From an optimization exercise on the open Yosys and OpenROAD flow, aimed at small area and a short achievable clock period; shortcuts taken in it are not production practice.
Only simulation tests tie the RTL to the original design; equivalence was not proved.

==> flow/design.v, too long to show whole: its modules and the start of the top module <==
// module vec_fma: 2860 lines
module vec_fma (
    input  wire        clk,
    input  wire        rst,
    input  wire        in_valid,
    input  wire [31:0] in_a,
    input  wire [31:0] in_b,
    input  wire [31:0] in_c,
    output reg         out_valid,
    output reg  [31:0] out_r
);
  // ...
==> flow/flow/run.sh <==
#!/bin/bash
# Standard ORFS layout; repair_timing aims for a setup slack of at least
# 18.95 ns at the design's clock period.
set -euo pipefail
bash standard.sh SETUP_SLACK_MARGIN=18.95 'BUFFER_PORTS_ARGS=-buffer_cell sky130_fd_sc_hd__buf_2' finish > standard.log 2>&1
==> flow/standard.sh <==
#!/bin/bash
# synth_recipe.tcl (not shown) runs the flow's synth.tcl, then flattens the netlist and writes it again
# the make line also repeats each setting of config.mk as NAME=value (left out here)
make -C /OpenROAD-flow-scripts/flow DESIGN_CONFIG=/design/flow/config.mk WORK_HOME=/design/flow/orfs CLKGATE_MAP_FILE= SYNTH_SCRIPT=/design/flow/synth_recipe.tcl "${@:-finish}"
==> flow/config.mk <==
export PLATFORM = sky130hd
export DESIGN_NAME = vec_fma
export DESIGN_NICKNAME = vec_fma
export VERILOG_FILES = /design/flow/design.v
export SDC_FILE = /design/flow/constraint.sdc
export NUM_CORES = 4
export LEC_CHECK = 0
export ABC_AREA = 1
export CAP_MARGIN = 20
export CORE_MARGIN = 2
export CORE_UTILIZATION = 40
export CTS_CLUSTER_DIAMETER = 120
export CTS_CLUSTER_SIZE = 24
export SLEW_MARGIN = 20
==> flow/constraint.sdc <==
create_clock -name core_clock -period 25.0 [get_ports {clk}]
set_input_delay 5.0000 -clock core_clock [delete_from_list [all_inputs] [get_ports {clk}]]
set_output_delay 5.0000 -clock core_clock [all_outputs]
set_load 0.01 [all_outputs]
==> impl_metrics.json, run 1 <==
{
  "cp-end-kind": "primary output",
  "syn_area_mm2": 0.0413,
  "yosys_most_used_dff": "dfxtp_1",
  "layout.nonclk_buf_share_pct": 4.53,
  "largest_reg_flops": 101,
  "dr_wl_met2_um": 73300,
  "nWellTaps": 1368,
  "vias": 42100,
  "min_period_ns": 6.11,
  "regToRegSetupSlack_ns": 19.23,
  "cap_viol_max_count": 0,
  "post-route-util_pct": 44.6,
  "rsz0062_at_grt": "yes",
  "highest_layer": "met5",
  "post_dp_cell_area_mm2": 0.0429,
  "critPathKind": "flop to primary output",
  "fmax_mhz": 164,
  "use_met2_pct": 48.2,
  "status": "complete, no violations",
  "worstPathMaxFanout": 1,
  "inv_count": 937,
  "clk_path_buf_depth": 3,
  "crit_start": "out_r[22]$_DFF_P_",
  "cp_slowest_stage_delay_ns": 0.37,
  "routedWlPerCell_um": 22.5,
  "worstRegToRegCells": 26,
  "synthCells": 5979
}
==> run 2: changes to the inputs <==
--- a/flow/design.v
+++ b/flow/design.v
@@ -167,21 +167,21 @@
     assign sh_sum[5] = p49 ^ pg75;
     assign sh_sum[6] = p50 ^ pg77;
     assign sh_sum[7] = p51 ^ pg79;
     assign sh_sum[8] = p52 ^ pg81;
     assign sh_sum[9] = p53 ^ pg83;
     assign sh_sum[10] = p54 ^ pg85;
     wire signed [10:0] sh_raw = sh_sum;
     wire               c_scale = p_zero | (~c_zero & sh_raw[10]);
-    wire        [2:0]  shc = (c_scale | c_zero) ? 3'd0 :
-                             (sh_raw[9:7] != 3'd0) ? 3'd7 : sh_raw[6:4];
+    wire        [3:0]  shc = (c_scale | c_zero) ? 4'd0 :
+                             (sh_raw[9:7] != 3'd0) ? 4'd15 : sh_raw[6:3];
     wire signed [10:0] e_top = c_scale ? $signed({3'd0, ec_e}) : (ep + 11'sd27);
-    wire [38:0] mc_s = {mc, 15'd0} >> sh_raw[3:0];
-    wire [38:0] mc_f = c_scale ? {mc, 15'd0} : mc_s;
+    wire [30:0] mc_s = {mc, 7'd0} >> sh_raw[2:0];
+    wire [30:0] mc_f = c_scale ? {mc, 7'd0} : mc_s;
     wire [23:0]  st_mask;
     genvar gj;
     generate
         for (gj = 0; gj < 24; gj = gj + 1) begin : g_stm
             assign st_mask[gj] = (sh_raw > 11'sd76 + gj);
         end
     endgenerate
     wire         c_sticky = ~(c_scale | c_zero) & (|(mc & st_mask));
@@ -1512,18 +1512,18 @@
     assign prod[42] = p1108 ^ pg1356;
     assign prod[43] = p1109 ^ pg1358;
     assign prod[44] = p1110 ^ pg1360;
     assign prod[45] = p1111 ^ pg1362;
     assign prod[46] = p1112 ^ pg1364;
     assign prod[47] = p1113 ^ pg1366;
     reg        s1_valid;
     reg [47:0] s1_prod;
-    reg [38:0] s1_mcf;
-    reg [2:0]  s1_shc;
+    reg [30:0] s1_mcf;
+    reg [3:0]  s1_shc;
     reg        s1_cst;
     reg signed [10:0] s1_etop;
     reg        s1_sp, s1_sc, s1_spec, s1_nan, s1_sinf, s1_zsign;
     always @(posedge clk) begin
         if (rst) s1_valid <= 1'b0;
         else     s1_valid <= s0_valid;
         s1_prod  <= prod;
         s1_mcf   <= mc_f;
@@ -1532,17 +1532,17 @@
         s1_etop  <= e_top;
         s1_sp    <= sp;
         s1_sc    <= sc;
         s1_spec  <= is_spec;
         s1_nan   <= is_nan;
         s1_sinf  <= s_inf;
         s1_zsign <= p_zero & sp & sc;
     end
-    wire [99:0]  c_aligned = {s1_mcf, 61'd0} >> {s1_shc, 4'b0000};
+    wire [99:0]  c_aligned = {s1_mcf, 69'd0} >> {s1_shc, 3'b000};
     wire [100:0] opc = {c_aligned, s1_cst};
     wire [25:0]  opu = opc[100:75];
     wire [47:0]  opm = opc[74:27];
     wire [26:0]  opl = opc[26:0];
     wire         eff_sub = s1_sp ^ s1_sc;
     wire [47:0]  bmid = s1_prod ^ {48{eff_sub}};
     wire g1370 = opm[0] & bmid[0];
     wire g1371 = opm[1] & bmid[1];
==> run 2 against run 1 <==
  * Core utilization increased by 0.093 points
  * Sequential share of layout area shrank 0.31 points
  * Highest routed layer is now met4
  * Non-clock buffer count increased by 11
  * Still clean
  * Critical path type unchanged
  * Synthesized cell count about the same
  * Area after synthesis is 0.13% lower
  * First-iteration DRC count decreased by 4.1%
==> impl_metrics.json, run 2 <==
{
  "num_rows": 117,
  "crit_chain": "buf_6",
  "largest_reg_flops": 101,
  "regToRegSetupSlack_ns": 19.20,
  "fin_ws_ns": 18.94,
  "syn_area_mm2": 0.0412,
  "initial_utilization_pct": 40.4,
  "ioPinCount": 132,
  "slew_viol_final": 0,
  "clk_pin_slew_worst_paths_ns": 0.09,
  "cts_buffers": 24,
  "grt_pass1_vias": 40000,
  "syn2layout_area_growth_pct": 10.7,
  "synthSimpleGateAreaFrac_pct": 26.4,
  "final_cell_mix": "nand2_1 (1,188), inv_1 (826), nand3_1 (540), xor2_1 (499), nor2_1 (438)",
  "finalSetupViolations": 0,
  "fillers": 10700,
  "core_mm2": 0.102,
  "crit_required_ns": 20.00,
  "synth.most_common_cell": "nand2_1",
  "routedWlPerCell_um": 22.4,
  "cts_tree": "yes",
  "clk_path_buf_depth": 3,
  "holdCritPathClass": "flop to flop",
  "place.gp.congestion": 1.03,
  "dp_hpwl_um": 123000,
  "endpoint": "out_r[25]",
  "status": "complete, no violations",
  "htree_levels": 1,
  "dr.first_iter.drc_count": 4311,
  "reg.largest.list": "s2_mag (101), s1_prod (48)",
  "layout-drive-gt1-share_pct": 10.4,
  "top_register": "s2_mag",
  "synth_fa_ha_area_share_pct": 19.3,
  "final_common_cell": "nand2_1",
  "grt_usage_pct": 30.2,
  "dieArea_mm2": 0.106,
  "cts_root_buffer": "clkbuf_16",
  "synthCells": 5981,
  "rsz0062_at_grt": "yes",
  "crit_start": "out_r[25]$_SDFF_PP1_",
  "synth_area_leaders": "dfxtp_1 (18%), fa_1 (14%), nand2_1 (11%)",
  "grt_remaining_overflow": 0,
  "nets": 6599,
  "synth_seq_cells": 369,
  "fp.dieW_um": 325,
  "clock_skew_ns": 0.0226,
  "fmax_mhz": 165,
  "tightest_slew_ns": 0.809,
  "finalSetupTns_ns": 0,
  "preCtsSetupSlack_ns": 17.14,
  "grt_pass1_wl_um": 247000,
  "critPathKind": "flop to primary output",
  "clock-sinks": 369,
  "postSynthAreaPerCell_um2": 6.89,
  "clock_latency_ns": 0.63,
  "cp_num_buf_inv": 1,
  "ctsHoldBuffers": 0,
  "antenna-diode-count": 0,
  "yosys-top-cells-count": "nand2_1 (1,203), inv_1 (852), nand3_1 (545), xor2_1 (500), nor2_1 (456)",
  "cp_slowest_stage_delay_ns": 0.34,
  "synthMuxAreaShare_pct": 0.434,
  "yosys_most_used_dff": "dfxtp_1",
  "vias_per_cell": 5.64,
  "final_hold_viol_count": 0,
  "yosysSeqAreaShare_pct": 17.9,
  "cp.arrival_ns": 1.06,
  "synth_nets": 6549,
  "synthArstFlopShare_pct": 0,
  "grt_max_degree": 58,
  "multiInputGateArea_mm2": 0.0297,
  "synth_top_area_share_pct": 17.9,
  "synth_compound_area_share_pct": 13.3,
  "worstPathMaxFanout": 1,
  "maxSlewHeadroom_pct": 45.9,
  "die_h_um": 325,
  "synth_edf_count": 0,
  "worstReg2RegStart": "s0_neg[0]$_DFF_P_",
  "yosys_warnings": 1,
  "routed_wl_um": 166000,
  "highest_layer": "met4",
  "min_path_cells": 0,
  "wl_met3_um": 13800,
  "regArea_mm2": 0.00747,
  "finalCritPeriodShare_pct": 24.2,
  "drt-pass1-iter-count": 7,
  "yosys.area.top_type": "dfxtp_1",
  "min_period_ns": 6.06,
  "antenna_found_initial": 1,
  "synth.distinct_cells": 66,
  "synth_xor_area_share_pct": 11.5,
  "critPathSlowestCell": "dfxtp_2",
  "io_buffers": 131,
  "synth_top_family_by_area": "simple AND/OR/NAND/NOR gates",
  "post-route-util_pct": 44.7,
  "vias": 41800,
  "reg2reg_to": "s1_prod[33]$_DFF_P_",
  "dr_wl_met2_um": 73900,
  "drtAntennaViolNets": 0,
  "worstRegToRegCells": 25,
  "cp.depth": 1,
  "start_kind": "flop",
  "drc": 0,
  "wl_met1_um": 66900,
  "cap_viol_max_count": 0,
  "cpLargestDelayFamily": "flip-flops",
  "cp-end-kind": "primary output"
}
[run 2: cell types whose count changed after synthesis, sizes merged, moves of 9 or more]
cell / delta
nand2: +83
nor2: -61
inv: -31
a21oi: +22
o21ai: -21
nand3: +19
buf: +13
mux2i: -12
o211ai: -10
nor3: +9
[run 2: metrics by stage]
| step | hold slack, ns | area (um^2) | cells |
|---|---|---|---|
| after floorplan | 0.310 | 41200 | 5981 |
| after global placement | 0.321 | 42800 | 7260 |
| after detailed placement | 0.323 | 42800 | 7260 |
| after CTS | 0.347 | 44500 | 7356 |
| after global routing | 0.352 | 45600 | 7413 |
| final | 0.339 | 45600 | 7413 |
[run 2: worst min-delay path by stage]
| stage | startpoint | endpoint | slack [ns] |
|---|---|---|---|
| 6_report | s1_sinf$_DFF_P_ | s2_sinf$_DFF_P_ | 0.34 |
| 5_1_grt | s1_sinf$_DFF_P_ | s2_sinf$_DFF_P_ | 0.35 |
| 4_1_cts | s1_sinf$_DFF_P_ | s2_sinf$_DFF_P_ | 0.35 |
| 3_5_place_dp | s1_sinf$_DFF_P_ | s2_sinf$_DFF_P_ | 0.32 |
| 3_3_place_gp | s1_nan$_DFF_P_ | s2_nan$_DFF_P_ | 0.32 |
| 2_1_floorplan | s1_nan$_DFF_P_ | s2_nan$_DFF_P_ | 0.31 |
[run 2: repair_timing]
item | in CTS | in global routing
endpoints found under the setup margin | 192 | 205
cloned | 16 | 11
setup buffers | 40 | 46
gates resized for setup | 128 | 178
pin swaps | 2 | 18
endpoints found under the hold margin | 0 | 0
[run 2: cells by family (layout without fill, tap and decap cells)]
| logic type | after synthesis | count (layout) |
|---|---|---|
| and+or+nand+nor | 2503 | 2508 |
| buffers and inverters | 1173 | 1232 |
| AOI/OAI and AO/OA | 910 | 910 |
| DFF | 369 | 369 |
| adders and majority gates | 469 | 469 |
| muxes | 17 | 17 |
| xor gates and xnor gates | 540 | 540 |
[run 2: final cells by class]
cell class / instances / share of cell area, %
clock buffer: 27 / 1.41
clock inverter: 13 / 0.472
inverter: 883 / 7.58
multi-input combinational: 4444 / 65.1
sequential: 369 / 16.4
tap: 1368 / 3.75
timing repair buffer: 291 / 5.01
timing repair inverter: 18 / 0.280
[run 2: routing by layer]
layer	vias up	GRT usage [%]
li1	19600	-
met1	19400	38.7
met2	2193	48.8
met3	603	4.51
met4	0	16.4
met5	-	0

[port drivers added, routing unchanged]
No port has a modelled driver above. Below, the same layouts with a new extraction and two added sets of constraints. Step 1: set_driving_cell puts a clkbuf_16 on clk and a buf_2 on each other input, an assumption about the parent block. Step 2 moves the port delays by t, midway between the first and last clock arrival at a register: inputs arrive t later, outputs are due t later. That takes back most of the time a late clock gives input paths. Slacks: ideal ports / drivers / drivers and shift; pairs: ideal ports / drivers.
run | shift t [ns] | slack for setup (ns) | worst setup path at the end | slew at the worst register clock pin (ns)
run 1 | 0.705 | 18.890 / 18.814 / 18.426 | input to register | 0.11 / 0.11
run 2 | 0.690 | 18.938 / 18.864 / 18.786 | input to register | 0.10 / 0.10
After both steps setup and hold are still met in every run listed. The setup slack of run 1, which loses most, moves by -0.076 ns with the drivers and by -0.464 ns with both steps.
